Background: an optimization exercise with open tools, aiming at small area, a short achievable clock period and few clock cycles per item. Do not read the settings as production practice. The RTL was checked by simulation tests, not by an equivalence proof against the original design.

==> design/flow/constraint.sdc <==
create_clock -name core_clock -period 28.0 [get_ports {clk}]
set_input_delay 5.6000 -clock core_clock [delete_from_list [all_inputs] [get_ports {clk}]]
set_output_delay 5.6000 -clock core_clock [all_outputs]
set_load 0.01 [all_outputs]
==> design/flow/run.sh <==
#!/bin/bash
# synth_recipe.tcl (not shown) runs the flow's synth.tcl, then flattens the netlist and writes it again
# the make line also repeats each setting of config.mk as NAME=value (left out here)
make -C /OpenROAD-flow-scripts/flow DESIGN_CONFIG=/design/flow/config.mk WORK_HOME=/design/flow/orfs CLKGATE_MAP_FILE= SYNTH_SCRIPT=/design/flow/synth_recipe.tcl finish
==> design/flow/config.mk <==
export PLATFORM = sky130hd
export DESIGN_NAME = rail_law
export DESIGN_NICKNAME = rail_law
export VERILOG_FILES = /design/flow/design.v
export SDC_FILE = /design/flow/constraint.sdc
export NUM_CORES = 4
export LEC_CHECK = 0
export CAP_MARGIN = 20
export CORE_MARGIN = 2
export CORE_UTILIZATION = 40
export PLACE_DENSITY = 0.6
export SLEW_MARGIN = 20
==> design/flow/design.v <==
module law_div (
    input  wire [25:0] rem,
    input  wire [27:0] qlo,
    input  wire [25:0] d,
    output wire [25:0] rem_o,
    output wire [27:0] qlo_o
);
    wire [26:0] rs1 = {rem, qlo[27]};
    wire [27:0] df1 = {1'b0, rs1} - {2'b00, d};
    wire        ge1 = !df1[27];
    wire [25:0] r1  = ge1 ? df1[25:0] : rs1[25:0];
    wire [26:0] rs2 = {r1, qlo[26]};
    wire [27:0] df2 = {1'b0, rs2} - {2'b00, d};
    wire        ge2 = !df2[27];
    assign rem_o = ge2 ? df2[25:0] : rs2[25:0];
    assign qlo_o = {qlo[25:0], ge1, ge2};
endmodule
module rail_law (
    input  wire               clk,
    input  wire               rst,
    input  wire               start,
    input  wire               op_start,
    output wire               ready,
    output reg                done,
    input  wire signed [23:0] e_in,
    input  wire [15:0]        v_mv,
    input  wire [15:0]        vbus_mv,
    input  wire [17:0]        i_ma,
    input  wire [17:0]        ilim_ma,
    input  wire [23:0]        pin_mw,
    input  wire [23:0]        pshare_mw,
    input  wire               pshare_ok,
    input  wire [15:0]        tstage,
    input  wire [5:0]         n_act,
    input  wire               slam_en,
    input  wire               iloop_en,
    input  wire               ploop_en,
    input  wire               tloop_en,
    input  wire               vnorm,
    input  wire [1:0]         band_qual,
    input  wire [23:0]        band_out,
    input  wire [23:0]        band_in,
    input  wire [15:0]        slam_max,
    input  wire [15:0]        dmax,
    input  wire [15:0]        vbus_ref_mv,
    input  wire [9:0]         rloss,
    input  wire [15:0]        tlim,
    input  wire signed [31:0] b0,
    input  wire signed [31:0] b1,
    input  wire signed [31:0] b2,
    input  wire signed [31:0] a1,
    input  wire signed [31:0] a2,
    input  wire [31:0]        kp_i,
    input  wire [31:0]        ki_i,
    input  wire [31:0]        kp_p,
    input  wire [31:0]        ki_p,
    input  wire [31:0]        kp_t,
    input  wire [31:0]        ki_t,
    output reg  [15:0]        d_rail,
    output reg  [1:0]         regime,
    output reg  [1:0]         loop,
    output reg                armed,
    output reg  [15:0]        slam_frames,
    output reg  [31:0]        slam_events,
    output reg  [31:0]        slam_timeouts,
    output reg  [31:0]        limit_frames
);
    localparam [1:0] R_LIN = 2'd0, R_UP = 2'd1, R_DN = 2'd2;
    localparam [3:0] O_B0 = 4'd0,  O_B1 = 4'd1,  O_B2 = 4'd2,  O_A1 = 4'd3,
                     O_A2 = 4'd4,  O_XR = 4'd5,  O_IP = 4'd6,  O_II = 4'd7,
                     O_PP = 4'd8,  O_PI = 4'd9,  O_TP = 4'd10, O_TI = 4'd11,
                     O_U  = 4'd12, O_G  = 4'd13, O_W  = 4'd14;
    localparam [1:0] P_NONE = 2'd0, P_B = 2'd1, P_A = 2'd2, P_L = 2'd3;
    localparam [2:0] D_IDLE = 3'd0, D_RUN = 3'd1, D_PLD = 3'd2, D_GLD = 3'd3,
                     D_WXR = 3'd4, D_PCK = 3'd5;
    localparam [1:0] J_XN = 2'd1, J_PRE = 2'd2, J_G = 2'd3;
    reg [2:0]          up_cnt, dn_cnt;
    reg                slam_en_q;
    reg signed [23:0]  e1, e2;
    reg signed [31:0]  f1, f2;
    reg [24:0]         s_q;             
    reg signed [25:0]  ep0, ep1, ep2;   
    reg [2:0]          epv;             
    reg                run;
    reg                lin_m, prex_m;   
    reg                slow;
    reg [1:0]          sj;
    reg [3:0]          o1;
    reg                c1;
    reg                v2;
    reg [3:0]          o2;
    reg                sh2, last2;
    reg signed [32:0]  ma_q;
    reg signed [16:0]  mb_q;
    reg signed [65:0]  acc;
    reg [1:0]          pend;
    reg [1:0]          pk;
    reg signed [31:0]  m_q;
    reg                has_m, e1v, cv;
    reg [1:0]          e0_q, e1_q, c_q;
    reg [2:0]          dv;
    reg [1:0]          dj;
    reg [25:0]         rem, dd;
    reg [27:0]         qlo;
    reg [3:0]          dcnt;
    reg                pn_hi;
    assign ready = !run;
    wire go = start && !run;
    function signed [31:0] sat32_50;
        input signed [49:0] x;
        begin
            if (!x[49] && (x[48:31] != 18'd0))
                sat32_50 = 32'sh7FFF_FFFF;
            else if (x[49] && (x[48:31] != {18{1'b1}}))
                sat32_50 = -32'sh8000_0000;
            else
                sat32_50 = x[31:0];
        end
    endfunction
    wire [24:0] dmax_frac = (dmax == 16'hFFFF) ? 25'h100_0000 : {1'b0, dmax, 8'h00};
    wire [1:0]         cr_reg = op_start ? R_LIN : regime;
    wire               cr_arm = op_start ? 1'b0 : armed;
    wire [2:0]         cr_up  = op_start ? 3'd0 : up_cnt;
    wire [2:0]         cr_dn  = op_start ? 3'd0 : dn_cnt;
    wire [15:0]        cr_sf  = op_start ? 16'd0 : slam_frames;
    wire               cr_seq = op_start ? slam_en : slam_en_q;
    wire signed [24:0] e_x     = {e_in[23], e_in};
    wire        [24:0] e_abs   = e_in[23] ? -e_x : e_x;
    wire               in_band = e_abs <= {1'b0, band_in};
    wire               above   = e_x > $signed({1'b0, band_out});
    wire               below   = e_x < -$signed({1'b0, band_out});
    wire [2:0]         up_n    = above ? ((cr_up == 3'd4) ? 3'd4 : cr_up + 3'd1) : 3'd0;
    wire [2:0]         dn_n    = below ? ((cr_dn == 3'd4) ? 3'd4 : cr_dn + 3'd1) : 3'd0;
    wire [2:0]         bq      = {1'b0, band_qual} + 3'd1;
    wire               up_q    = up_n >= bq;
    wire               dn_q    = dn_n >= bq;
    reg [1:0] nr;
    reg       arm, pre, tmo;
    always @* begin
        nr  = cr_reg;
        arm = cr_arm;
        pre = 1'b0;
        tmo = 1'b0;
        if (cr_seq && !slam_en) begin
            pre = (cr_reg != R_LIN);
            nr  = R_LIN;
            arm = 1'b0;
        end else if (cr_reg == R_LIN) begin
            if (!cr_arm) begin
                if (in_band)
                    arm = 1'b1;
            end else if (slam_en && up_q)
                nr = R_UP;
            else if (slam_en && dn_q)
                nr = R_DN;
        end else if (in_band) begin
            pre = 1'b1;
            nr  = R_LIN;
            arm = 1'b1;
        end else if (cr_sf >= slam_max) begin
            pre = 1'b1;
            nr  = R_LIN;
            arm = 1'b0;
            tmo = 1'b1;
        end else if (cr_reg == R_UP && dn_q)
            nr = R_DN;
        else if (cr_reg == R_DN && up_q)
            nr = R_UP;
    end
    wire lin_c = (nr == R_LIN);
    wire dn_c  = (nr == R_DN);
    wire signed [25:0] err_i = $signed({8'd0, ilim_ma}) - $signed({8'd0, i_ma});
    wire signed [25:0] err_p = $signed({2'd0, pshare_mw}) - $signed({2'd0, pin_mw});
    wire signed [25:0] err_t = $signed({10'd0, tlim}) - $signed({10'd0, tstage});
    wire [2:0]         part  = {tloop_en, ploop_en & pshare_ok, iloop_en};
    wire [3:0] op_s1 = run ? o1 : O_B0;
    wire       ch_s1 = run & c1;
    wire [1:0] lk1 = (op_s1 >= O_TP) ? 2'd2 : (op_s1 >= O_PP) ? 2'd1 : 2'd0;
    reg signed [25:0] err_k, ep_k;
    reg               epv_k;
    reg [31:0]        kp_k, ki_k;
    always @* begin
        case (lk1)
            2'd0:    begin err_k = err_i; ep_k = ep0; epv_k = epv[0]; kp_k = kp_i; ki_k = ki_i; end
            2'd1:    begin err_k = err_p; ep_k = ep1; epv_k = epv[1]; kp_k = kp_p; ki_k = ki_p; end
            default: begin err_k = err_t; ep_k = ep2; epv_k = epv[2]; kp_k = kp_t; ki_k = ki_t; end
        endcase
    end
    wire signed [26:0] derr_k = epv_k ? ({err_k[25], err_k} - {ep_k[25], ep_k}) : 27'sd0;
    wire [17:0] g_eff = (qlo[17:15] == 3'd0) ? 18'h0_8000 : qlo[17:0];
    reg signed [31:0] m_nx;
    reg signed [32:0] xo, yo;
    always @* begin
        xo = 33'sd0;
        yo = 33'sd0;
        case (op_s1)
            O_B0: begin xo = {b0[31], b0}; yo = {{9{e_in[23]}}, e_in}; end
            O_XR: begin xo = {15'd0, i_ma}; yo = {23'd0, rloss}; end
            O_B1: begin xo = {b1[31], b1}; yo = {{9{e1[23]}}, e1}; end
            O_B2: begin xo = {b2[31], b2}; yo = {{9{e2[23]}}, e2}; end
            O_A1: begin xo = {a1[31], a1}; yo = {f1[31], f1}; end
            O_A2: begin xo = {a2[31], a2}; yo = {f2[31], f2}; end
            O_IP, O_TP: begin xo = {1'b0, kp_k}; yo = {{6{derr_k[26]}}, derr_k}; end
            O_II, O_PI, O_TI: begin xo = {{7{err_k[25]}}, err_k}; yo = {1'b0, ki_k}; end
            O_PP: begin xo = {{6{derr_k[26]}}, derr_k}; yo = {1'b0, kp_k}; end
            O_G:  begin
                xo = (slow && sj == 2'd0) ? {f1[31], f1} : {m_nx[31], m_nx};
                yo = {17'd0, g_eff[15:0]};
            end
            default: ;
        endcase
    end
    wire        yfit  = (yo[32:16] == {17{yo[16]}});
    wire [16:0] mbc   = yfit ? yo[16:0] : (ch_s1 ? yo[32:16] : {1'b0, yo[15:0]});
    wire        last1 = yfit | ch_s1;
    wire [13:0] en;
    assign en[O_B0] = 1'b0;
    assign en[O_XR] = run ? prex_m : (pre & !op_start);
    assign en[O_B1] = run ? lin_m : lin_c;
    assign en[O_B2] = en[O_B1];
    assign en[O_A1] = en[O_B1];
    assign en[O_A2] = en[O_B1];
    assign en[O_IP] = part[0];
    assign en[O_II] = part[0];
    assign en[O_PP] = part[1];
    assign en[O_PI] = part[1];
    assign en[O_TP] = part[2];
    assign en[O_TI] = part[2];
    assign en[O_U]  = 1'b1;
    assign en[O_G]  = 1'b1;
    reg [3:0] nxt;
    integer q;
    always @* begin
        nxt = O_G;
        for (q = 13; q >= 1; q = q - 1)
            if (q > op_s1 && en[q])
                nxt = q[3:0];
    end
    wire is_l2 = (op_s1 == O_II) || (op_s1 == O_PI) || (op_s1 == O_TI);
    wire [3:0] nxt_op = (op_s1 == O_G) ? O_W :
                        (slow && is_l2) ? O_U :
                        (slow && op_s1 == O_U) ? O_G : nxt;
    wire dv_busy = (dv != D_IDLE);
    wire signed [49:0] prod = ma_q * mb_q;
    wire signed [31:0] tb_w  = sat32_50({{8{acc[65]}}, acc[65:24]});
    wire signed [36:0] nf_w  = ~acc[65:29];
    wire signed [31:0] f_w   = sat32_50({{13{nf_w[36]}}, nf_w});
    wire signed [31:0] inc_w = sat32_50(acc[65:16]);
    wire ps2 = !sh2 && (o2 == O_B0 || o2 == O_A1 || o2 == O_IP || o2 == O_PP || o2 == O_TP);
    wire signed [65:0] init_a = {{5{~tb_w[31]}}, ~tb_w, 29'd0};
    wire signed [65:0] gbase  = g_eff[17] ? {{16{ma_q[32]}}, ma_q, 17'd0} :
                                g_eff[16] ? {{17{ma_q[32]}}, ma_q, 16'd0} : 66'sd0;
    wire signed [65:0] add_a  = (o2 == O_G)  ? gbase :
                                (o2 == O_XR) ? 66'sd0 :
                                sh2          ? (acc >>> 16) :
                                ps2          ? ((o2 == O_A1) ? init_a : 66'sd0) : acc;
    wire signed [65:0] add_b  = (o2 == O_G) ? $signed({25'd0, s_q, 16'd0}) : 66'sd0;
    wire signed [65:0] sum    = add_a + add_b + prod;
    wire               tk    = (pend == P_A) || (pend == P_L);
    wire signed [31:0] cx    = (pend == P_A) ? f_w : inc_w;
    wire [1:0]         cidx  = (pend == P_A) ? 2'd0 : pk;
    wire signed [32:0] cdif  = {cx[31], cx} - {m_q[31], m_q};
    wire               c_eq1 = &cdif;
    wire               c_lt2 = cdif[32] && !c_eq1;
    wire               c_low = cx[31] && (!cx[30] || (cx[29:0] == 30'd0));    
    reg signed [31:0] m_n;
    reg               has_n, e1v_n, cv_n;
    reg [1:0]         e0_n, e1_n, c_n;
    always @* begin
        m_n   = m_q;
        has_n = has_m;
        e0_n  = e0_q;
        e1_n  = e1_q;
        e1v_n = e1v;
        c_n   = c_q;
        cv_n  = cv;
        if (tk) begin
            if (slow) begin
                m_n = cx;
            end else begin
                if (!has_m || c_lt2) begin
                    m_n   = cx;
                    e0_n  = cidx;
                    e1v_n = 1'b0;
                end else if (c_eq1) begin
                    m_n   = cx;
                    e1_n  = e0_q;
                    e1v_n = 1'b1;
                    e0_n  = cidx;
                end
                has_n = 1'b1;
                if (!cv && c_low) begin
                    c_n  = cidx;
                    cv_n = 1'b1;
                end
            end
        end
        m_nx = m_n;
    end
    wire signed [34:0] pp    = sum[50:16];
    wire               sat_h = !pp[34] && ((pp[33:31] != 3'd0) || (&pp[30:0]));
    wire               sat_l = pp[34] && !(&pp[33:31]);
    wire               sat_le = sat_l || (pp[34:31] == 4'hF && pp[30:0] == 31'd0);
    wire signed [31:0] dd32  = sat_h ? 32'sh7FFF_FFFF : sat_le ? -32'sh8000_0000 : pp[31:0];
    wire [16:0]        rg    = {1'b0, sum[15:0]} + {1'b0, g_eff[15:0]};
    wire               tie   = e1v && (g_eff[17:16] == 2'd0) && !rg[16];
    wire               d_neg = dd32[31];
    wire               d_lt  = dd32[30:0] < {6'd0, dmax_frac};
    wire               d_eq  = dd32[30:0] == {6'd0, dmax_frac};
    wire               d_ge  = !d_neg && !d_lt;
    wire               d_gt  = !d_neg && !d_lt && !d_eq;
    wire [24:0]        dclmp = d_neg ? 25'd0 : d_gt ? dmax_frac : dd32[24:0];
    reg [1:0]  win;
    reg [24:0] dsel;
    reg        go_slow;
    always @* begin
        win     = 2'd0;
        dsel    = dclmp;
        go_slow = 1'b0;
        if (slow) begin
            win  = sj;
            dsel = 25'd0;
        end else if (!has_m) begin
            win  = 2'd0;
            dsel = dmax_frac;
        end else if (!lin_m && d_ge) begin
            win  = 2'd0;
            dsel = dmax_frac;
        end else if (lin_m && sat_h) begin
            win = 2'd0;
        end else if (sat_l) begin
            win     = e0_q;
            go_slow = (c_q != e0_q);
        end else begin
            win = tie ? e1_q : e0_q;
        end
    end
    wire        fin_ok = !slow || sat_le;
    wire [24:0] d_sum   = dsel + 25'd128;
    wire [16:0] d_round = d_sum[24:8];
    wire [15:0] d16     = ((dmax == 16'hFFFF) && dsel[24]) ? 16'hFFFF :
                          (d_round > 17'h0FFFF) ? 16'hFFFF : d_round[15:0];
    wire [3:0] partx = {part, lin_m};
    reg  [1:0] sj_nx;
    integer q2;
    always @* begin
        sj_nx = 2'd3;
        for (q2 = 3; q2 >= 0; q2 = q2 - 1)
            if (q2 > sj && partx[q2])
                sj_nx = q2[1:0];
    end
    wire [1:0] sj_go = slow ? sj_nx : c_q;
    wire [25:0] rem_o;
    wire [27:0] qlo_o;
    law_div u_div (.rem(rem), .qlo(qlo), .d(dd), .rem_o(rem_o), .qlo_o(qlo_o));
    wire [15:0] vbus_nz = (vbus_mv == 16'd0) ? 16'd1 : vbus_mv;
    wire [5:0]  n_nz    = (n_act == 6'd0) ? 6'd1 : n_act;
    wire [28:0] pre_num = v_mv * 29'd1000 + {1'b0, qlo};
    wire [25:0] pre_den = vbus_nz * 26'd1000;
    wire        g_sat   = {1'b0, vbus_ref_mv} >= {vbus_nz, 1'b0};
    always @(posedge clk) begin
        o2    <= op_s1;
        ma_q  <= xo;
        mb_q  <= mbc;
        sh2   <= !yfit & ch_s1;
        last2 <= last1;
        acc   <= sh2 ? {sum[49:0], acc[15:0]} : sum;
    end
    always @(posedge clk) begin
        if (rst) begin
            done          <= 1'b0;
            run           <= 1'b0;
            d_rail        <= 16'd0;
            regime        <= R_LIN;
            loop          <= 2'd0;
            armed         <= 1'b0;
            slam_frames   <= 16'd0;
            slam_events   <= 32'd0;
            slam_timeouts <= 32'd0;
            limit_frames  <= 32'd0;
            up_cnt        <= 3'd0;
            dn_cnt        <= 3'd0;
            slam_en_q     <= 1'b0;
            epv           <= 3'd0;
            v2            <= 1'b0;
            slow          <= 1'b0;
            pend          <= P_NONE;
            dv            <= D_IDLE;
        end else begin
            done <= 1'b0;
            if (run) begin
                if (v2 && last2)
                    pend <= (o2 == O_B2) ? P_B :
                            (o2 == O_A2) ? P_A :
                            (o2 == O_II || o2 == O_PI || o2 == O_TI) ? P_L : P_NONE;
                else
                    pend <= P_NONE;
                pk <= (o2 >= O_TP) ? 2'd3 : (o2 >= O_PP) ? 2'd2 : 2'd1;
                if (pend == P_B) begin
                    e2 <= e1;
                    e1 <= e_in;
                end
                if (pend == P_A) begin
                    f2 <= f1;
                    f1 <= f_w;
                end
                m_q   <= m_n;
                has_m <= has_n;
                e0_q  <= e0_n;
                e1_q  <= e1_n;
                e1v   <= e1v_n;
                c_q   <= c_n;
                cv    <= cv_n;
            end
            if (go) begin
                if (dn_c) begin
                    done <= 1'b1;
                end else begin
                    run    <= 1'b1;
                    lin_m  <= lin_c;
                    prex_m <= pre & !op_start;
                    slow   <= 1'b0;
                    has_m  <= 1'b0;
                    e1v    <= 1'b0;
                    cv     <= 1'b0;
                    pend   <= P_NONE;
                    v2     <= 1'b1;
                    if (!last1 && lin_c) begin
                        o1 <= O_B0;
                        c1 <= 1'b1;
                    end else begin
                        o1 <= nxt;
                        c1 <= 1'b0;
                    end
                end
            end else if (run) begin
                if (v2 && o2 == O_G && fin_ok && !go_slow) begin
                    run    <= 1'b0;
                    done   <= 1'b1;
                    v2     <= 1'b0;
                    d_rail <= d16;
                    loop   <= win;
                    s_q    <= dsel;
                    if (win != 2'd0 && limit_frames != 32'hFFFF_FFFF)
                        limit_frames <= limit_frames + 32'd1;
                    if (part[0]) ep0 <= err_i;
                    if (part[1]) ep1 <= err_p;
                    if (part[2]) ep2 <= err_t;
                    epv <= part;
                end else if (v2 && o2 == O_G) begin
                    slow <= 1'b1;
                    sj   <= sj_go;
                    v2   <= 1'b0;
                    c1   <= 1'b0;
                    o1   <= (sj_go == 2'd0) ? O_G : (sj_go == 2'd1) ? O_IP :
                            (sj_go == 2'd2) ? O_PP : O_TP;
                end else if (o1 == O_W) begin
                    v2 <= 1'b0;
                end else if (o1 == O_U) begin
                    v2 <= 1'b0;
                    o1 <= nxt_op;
                end else if (o1 == O_G && dv_busy) begin
                    v2 <= 1'b0;
                end else begin
                    v2    <= 1'b1;
                    if (!last1)
                        c1 <= 1'b1;
                    else begin
                        c1 <= 1'b0;
                        o1 <= nxt_op;
                    end
                end
            end
            if (go) begin
                regime    <= nr;
                armed     <= arm;
                up_cnt    <= up_n;
                dn_cnt    <= dn_n;
                slam_en_q <= slam_en;
                if (nr != R_LIN)
                    slam_frames <= (cr_sf == 16'hFFFF) ? 16'hFFFF : cr_sf + 16'd1;
                else
                    slam_frames <= 16'd0;
                if (nr != cr_reg && nr != R_LIN && slam_events != 32'hFFFF_FFFF)
                    slam_events <= slam_events + 32'd1;
                if (tmo && slam_timeouts != 32'hFFFF_FFFF)
                    slam_timeouts <= slam_timeouts + 32'd1;
                if (op_start || pre) begin
                    e1  <= e_in;
                    e2  <= e_in;
                    f1  <= 32'sd0;
                    f2  <= 32'sd0;
                    epv <= 3'd0;
                end
            end
            if (go && !dn_c) begin
                if (op_start) begin
                    qlo <= 28'd0;
                    dv  <= D_PLD;
                end else if (pre) begin
                    dv  <= D_WXR;
                end else begin
                    if (!vnorm) begin
                        qlo <= 28'h001_0000;
                        dv  <= D_IDLE;
                    end else if (g_sat) begin
                        qlo <= 28'h002_0000;
                        dv  <= D_IDLE;
                    end else begin
                        rem  <= {12'd0, vbus_ref_mv[15:2]};
                        qlo  <= {vbus_ref_mv[1:0], 26'd0};
                        dd   <= {10'd0, vbus_nz};
                        dcnt <= 4'd8;
                        dj   <= J_G;
                        dv   <= D_RUN;
                    end
                end
            end else begin
                case (dv)
                    D_WXR: if (run && v2 && o2 == O_XR) begin
                        rem  <= 26'd0;
                        qlo  <= sum[27:0];
                        dd   <= {20'd0, n_nz};
                        dcnt <= 4'd13;
                        dj   <= J_XN;
                        dv   <= D_RUN;
                    end
                    D_RUN: begin
                        rem  <= rem_o;
                        qlo  <= qlo_o;
                        dcnt <= dcnt - 4'd1;
                        if (dcnt == 4'd0) begin
                            if (dj == J_XN)
                                dv <= D_PLD;
                            else if (dj == J_PRE) begin
                                s_q <= (qlo_o[23:0] > dmax_frac) ? dmax_frac : {1'b0, qlo_o[23:0]};
                                dv  <= D_GLD;
                            end else
                                dv <= D_IDLE;
                        end
                    end
                    D_PLD: begin
                        qlo   <= pre_num[27:0];
                        pn_hi <= pre_num[28];
                        dd    <= pre_den;
                        dv    <= D_PCK;
                    end
                    D_PCK: begin
                        if (pn_hi || ({2'd0, qlo} >= {4'd0, dd})) begin
                            s_q <= dmax_frac;
                            dv  <= D_GLD;
                        end else begin
                            rem  <= qlo[25:0];
                            qlo  <= 28'd0;
                            dcnt <= 4'd11;
                            dj   <= J_PRE;
                            dv   <= D_RUN;
                        end
                    end
                    D_GLD: begin
                        if (!vnorm) begin
                            qlo <= 28'h001_0000;
                            dv  <= D_IDLE;
                        end else if (g_sat) begin
                            qlo <= 28'h002_0000;
                            dv  <= D_IDLE;
                        end else begin
                            rem  <= {12'd0, vbus_ref_mv[15:2]};
                            qlo  <= {vbus_ref_mv[1:0], 26'd0};
                            dd   <= {10'd0, vbus_nz};
                            dcnt <= 4'd8;
                            dj   <= J_G;
                            dv   <= D_RUN;
                        end
                    end
                    default: dv <= D_IDLE;
                endcase
            end
        end
    end
endmodule
==> impl_metrics.tcl <==
set metrics [dict create \
    initialDrtViolationCount 7799 \
    grt_max_degree 83 \
    groute.usage.overall_pct 32.85 \
    worstSetupPathType "reg -> reg" \
    place.detailed.hpwl_mm 276.2 \
    rr_startpoint "sh2" \
    gp_congestion 1.018 \
    layout-area-overhead-vs-synth_pct 16.86 \
    worstHoldStart "up_cnt[2]" \
    path_clk_slew_ns 0.06 \
    synth.yosys.seq_area_share_pct 19.60 \
    drive_gt1_share_pct 4.998 \
    wire_per_inst_um 27.04 \
    synth.top_cell.area_share_pct 20.41 \
    synth_most_common_cell "sky130_fd_sc_hd__inv_1" \
    rsz0062_at_grt "false" \
    crit_slowest_cell "sky130_fd_sc_hd__nor3_1" \
    timing.critical_path.from_type "flip-flop" \
    drv.max_cap_violation_count 0 \
    synth-edff-count 353 \
    drt-vias-per-instance 5.913 \
    endpoint_kind "flip-flop" \
    slew_headroom_pct 12.03 \
    max_freq_mhz 62.30 \
    dieArea_um2 204700 \
    initial_utilization_pct 40.25 \
    holdPathEnd "up_cnt[2]" \
    final.min_clock_period_ns 16.05 \
    clkLatencyLatePin_ns 0.77 \
    tightestPinTransition_ns 1.320 \
    synth_fp_nets 11550 \
    timing_max_transition_violations_final 0 \
    min_path_cells 2 \
    number_of_nets_in_the_layout 12090 \
    drt-total-wl_mm 342.3 \
    detailroute.via_count 74860 \
    detail_route.drc_violations 0 \
    path_max_fanout 82 \
    post_layout_utilization_of_the_core_pct 47.04 \
    timing.final.hold_violations 0 \
    syn_area_um2 80450 \
    port-buffer-count 782 \
    cts_post_setup_buffers_inserted 0 \
    die_h_um 452.5 \
    grt_first_pass_wirelength_mm 502.6 \
    outcome "no timing/DRC/antenna violations" \
    synth_top_cells_by_area "sky130_fd_sc_hd__fa_1 (20%), sky130_fd_sc_hd__edfxtp_1 (13%), sky130_fd_sc_hd__ha_1 (11%)" \
    h-tree-depth 3 \
    avgSynthCellArea_um2 8.580 \
    r2r_setup_slack_ns 11.95 \
    final_antenna_net_count 0 \
    setup-violations-final 0 \
    synthFlopType "sky130_fd_sc_hd__edfxtp_1" \
    r2r_cell_count 39 \
    required_time_of_the_worst_setup_path_ns 28.62 \
    globalRouteOverflowTotal 0 \
    yosys.cell_types.count 100 \
    worst_skew_ns 0.09238 \
    num_io_pins 783 \
    cts_tree "done" \
    core.rowCount 164 \
    die_w_um 452.5 \
    critical_path.max_stage_delay_ns 0.91 \
    async_flop_share_pct 0 \
    layout.filler_cells 19360 \
    synth_top_area_cell "sky130_fd_sc_hd__fa_1" \
    synthesis.instances 9376 \
    first_global_vias 75040 \
    cts_num_sinks 611 \
    drt_pass1_iterations 12 \
    numCtsBuffers 80 \
    post_cts_resize_count 0 \
    arrival_ns 16.67 \
    cts_hold_buffers 0 \
    timing.hold.worst.class "reg -> reg" \
    design.core.area_um2 199900 \
    max-clock-path-buffers 3 \
    grt_antenna_before_repair 38 \
    clk_root_buffer_cell "sky130_fd_sc_hd__clkbuf_16" \
    worst_r2r_endpoint "limit_frames[25]" \
    yosys-top-cells-count "sky130_fd_sc_hd__inv_1 (1,208), sky130_fd_sc_hd__nand2_1 (1,059), sky130_fd_sc_hd__fa_1 (820), sky130_fd_sc_hd__ha_1 (703), sky130_fd_sc_hd__a21oi_1 (603)" \
    final.setup.tns_ns 0 \
    timing.final.crit_share_pct 57.32 \
    yosys_warnings 1 \
    synth.ff_latch_count 611 \
]
-- routing by layer --
layer,part of all wire [%],track usage [%],vias to the layer above
met5,0.028,0,-
met4,4.2,12.80,14
met3,9.1,7.361,633
met2,45,52.42,3447
met1,41,43.19,37280
li1,-,-,33490
-- registers in the layout, indices dropped and copies added (netlist names), 25 cells and up --
register / cells
acc: 66
ma_q: 33
f1: 32
f2: 32
limit_frames: 32
m_q: 32
slam_events: 32
slam_timeouts: 32
qlo: 28
dd: 26
rem: 26
ep1: 25
s_q: 25
-- critical path, delay by kind of cell (launching register included) --
kind | cells | cell delay, ns
fa+ha+maj | 9 | 4.15
mux | 2 | 0.78
simple gates | 12 | 5.14
flops | 1 | 0.82
buf+inv | 2 | 0.95
compound gates | 14 | 4.01
-- how the worst max path moves through the flow --
stage / start / endpoint / slack, ns / cells after the start
after floorplan: acc[63] / d_rail[9] / 15.40 / 50
after global placement: sh2 / limit_frames[25] / 12.34 / 39
after detailed placement: o2[2] / limit_frames[25] / 12.30 / 46
after CTS: sh2 / limit_frames[25] / 12.21 / 39
after global routing: sh2 / limit_frames[25] / 11.13 / 39
final: sh2 / limit_frames[25] / 11.95 / 39
-- through the flow --
stage	cell area, µm²	instances	worst slack, ns	hold WS, ns
floorplan	80450	9376	15.40	0.4318
global placement	91240	12490	12.34	0.4381
detailed placement	91240	12490	12.30	0.4459
CTS	93930	12640	12.21	0.4543
global route	93990	12650	11.13	0.4641
finish	94010	12660	11.95	0.4528
-- layout make-up --
type	count	area, µm²	share of cell area (%)
multi-input cells	7056	58500	62.23
flip-flops and latches	611	15770	16.78
repair buffers	955	9123	9.704
inverters	1212	4554	4.844
well taps	2656	3323	3.535
clock buffers	113	2282	2.428
clock inverters	37	404.1	0.4299
diodes	21	52.55	0.05590
-- cell usage in the layout (no fill, tap or decap), types with 82 or more instances in the layout --
| cell type | synthesis | routed |
|---|---|---|
| sky130_fd_sc_hd__clkbuf_16 | 0 | 82 |
| sky130_fd_sc_hd__a22oi_1 | 84 | 84 |
| sky130_fd_sc_hd__xor2_1 | 108 | 108 |
| sky130_fd_sc_hd__mux2i_1 | 95 | 95 |
| sky130_fd_sc_hd__xnor2_1 | 247 | 244 |
| sky130_fd_sc_hd__clkdlybuf4s50_1 | 0 | 780 |
| sky130_fd_sc_hd__a21o_1 | 138 | 138 |
| sky130_fd_sc_hd__nand2_1 | 1059 | 1057 |
| sky130_fd_sc_hd__nand3_1 | 138 | 137 |
| sky130_fd_sc_hd__o21a_1 | 88 | 88 |
| sky130_fd_sc_hd__ha_1 | 703 | 703 |
| sky130_fd_sc_hd__edfxtp_1 | 353 | 353 |
| sky130_fd_sc_hd__a222oi_1 | 110 | 110 |
| sky130_fd_sc_hd__o21ai_0 | 469 | 462 |
| sky130_fd_sc_hd__nor2_1 | 598 | 587 |
| sky130_fd_sc_hd__nor3_1 | 138 | 132 |
| sky130_fd_sc_hd__dfxtp_1 | 258 | 253 |
| sky130_fd_sc_hd__and2_1 | 213 | 213 |
| sky130_fd_sc_hd__nand2b_1 | 88 | 88 |
| sky130_fd_sc_hd__nor2b_1 | 97 | 96 |
| sky130_fd_sc_hd__fa_1 | 820 | 820 |
| sky130_fd_sc_hd__a21oi_1 | 603 | 599 |
| sky130_fd_sc_hd__buf_4 | 0 | 169 |
| sky130_fd_sc_hd__inv_1 | 1208 | 1205 |
-- kinds of logic after synthesis --
kind of cell,synth area share (%)
buffers and inverters,8.012
muxes,2.288
and+or+nand+nor,16.05
AOI/OAI and AO/OA,18.85
xor gates and xnor gates,3.865
adders and majority gates,31.34
DFF,19.60
Testbench counts, summed over its fixed seeds: cycles 125,213, frames 9,600.

==> what the ideal ports hide <==
The results above use ideal ports. As a check the final layout listed here was re-extracted and re-timed, cells and wires unchanged. Step 1, drivers: a clkbuf_16 drives clk and a buf_2 each remaining input, both assumed. Step 2 moves the port delays by t, midway between the first and last clock arrival at a register: inputs arrive t later, outputs are due t later. That takes back most of the time a late clock gives input paths. Slacks: no drivers / after step 1 / after step 2; pairs: no drivers / after step 1.
t, ns: 0.821
setup WS [ns]: 11.950 / 11.950 / 11.950
latest minus earliest clock arrival (ns): 0.097 / 0.096
worst register clock-pin slew, ns: 0.08 / 0.08
cell pins on the clock port's net: 1
After both steps this run still meets setup and hold. The setup slack of this run moves by 0.000 ns with the drivers and by 0.000 ns with both steps.
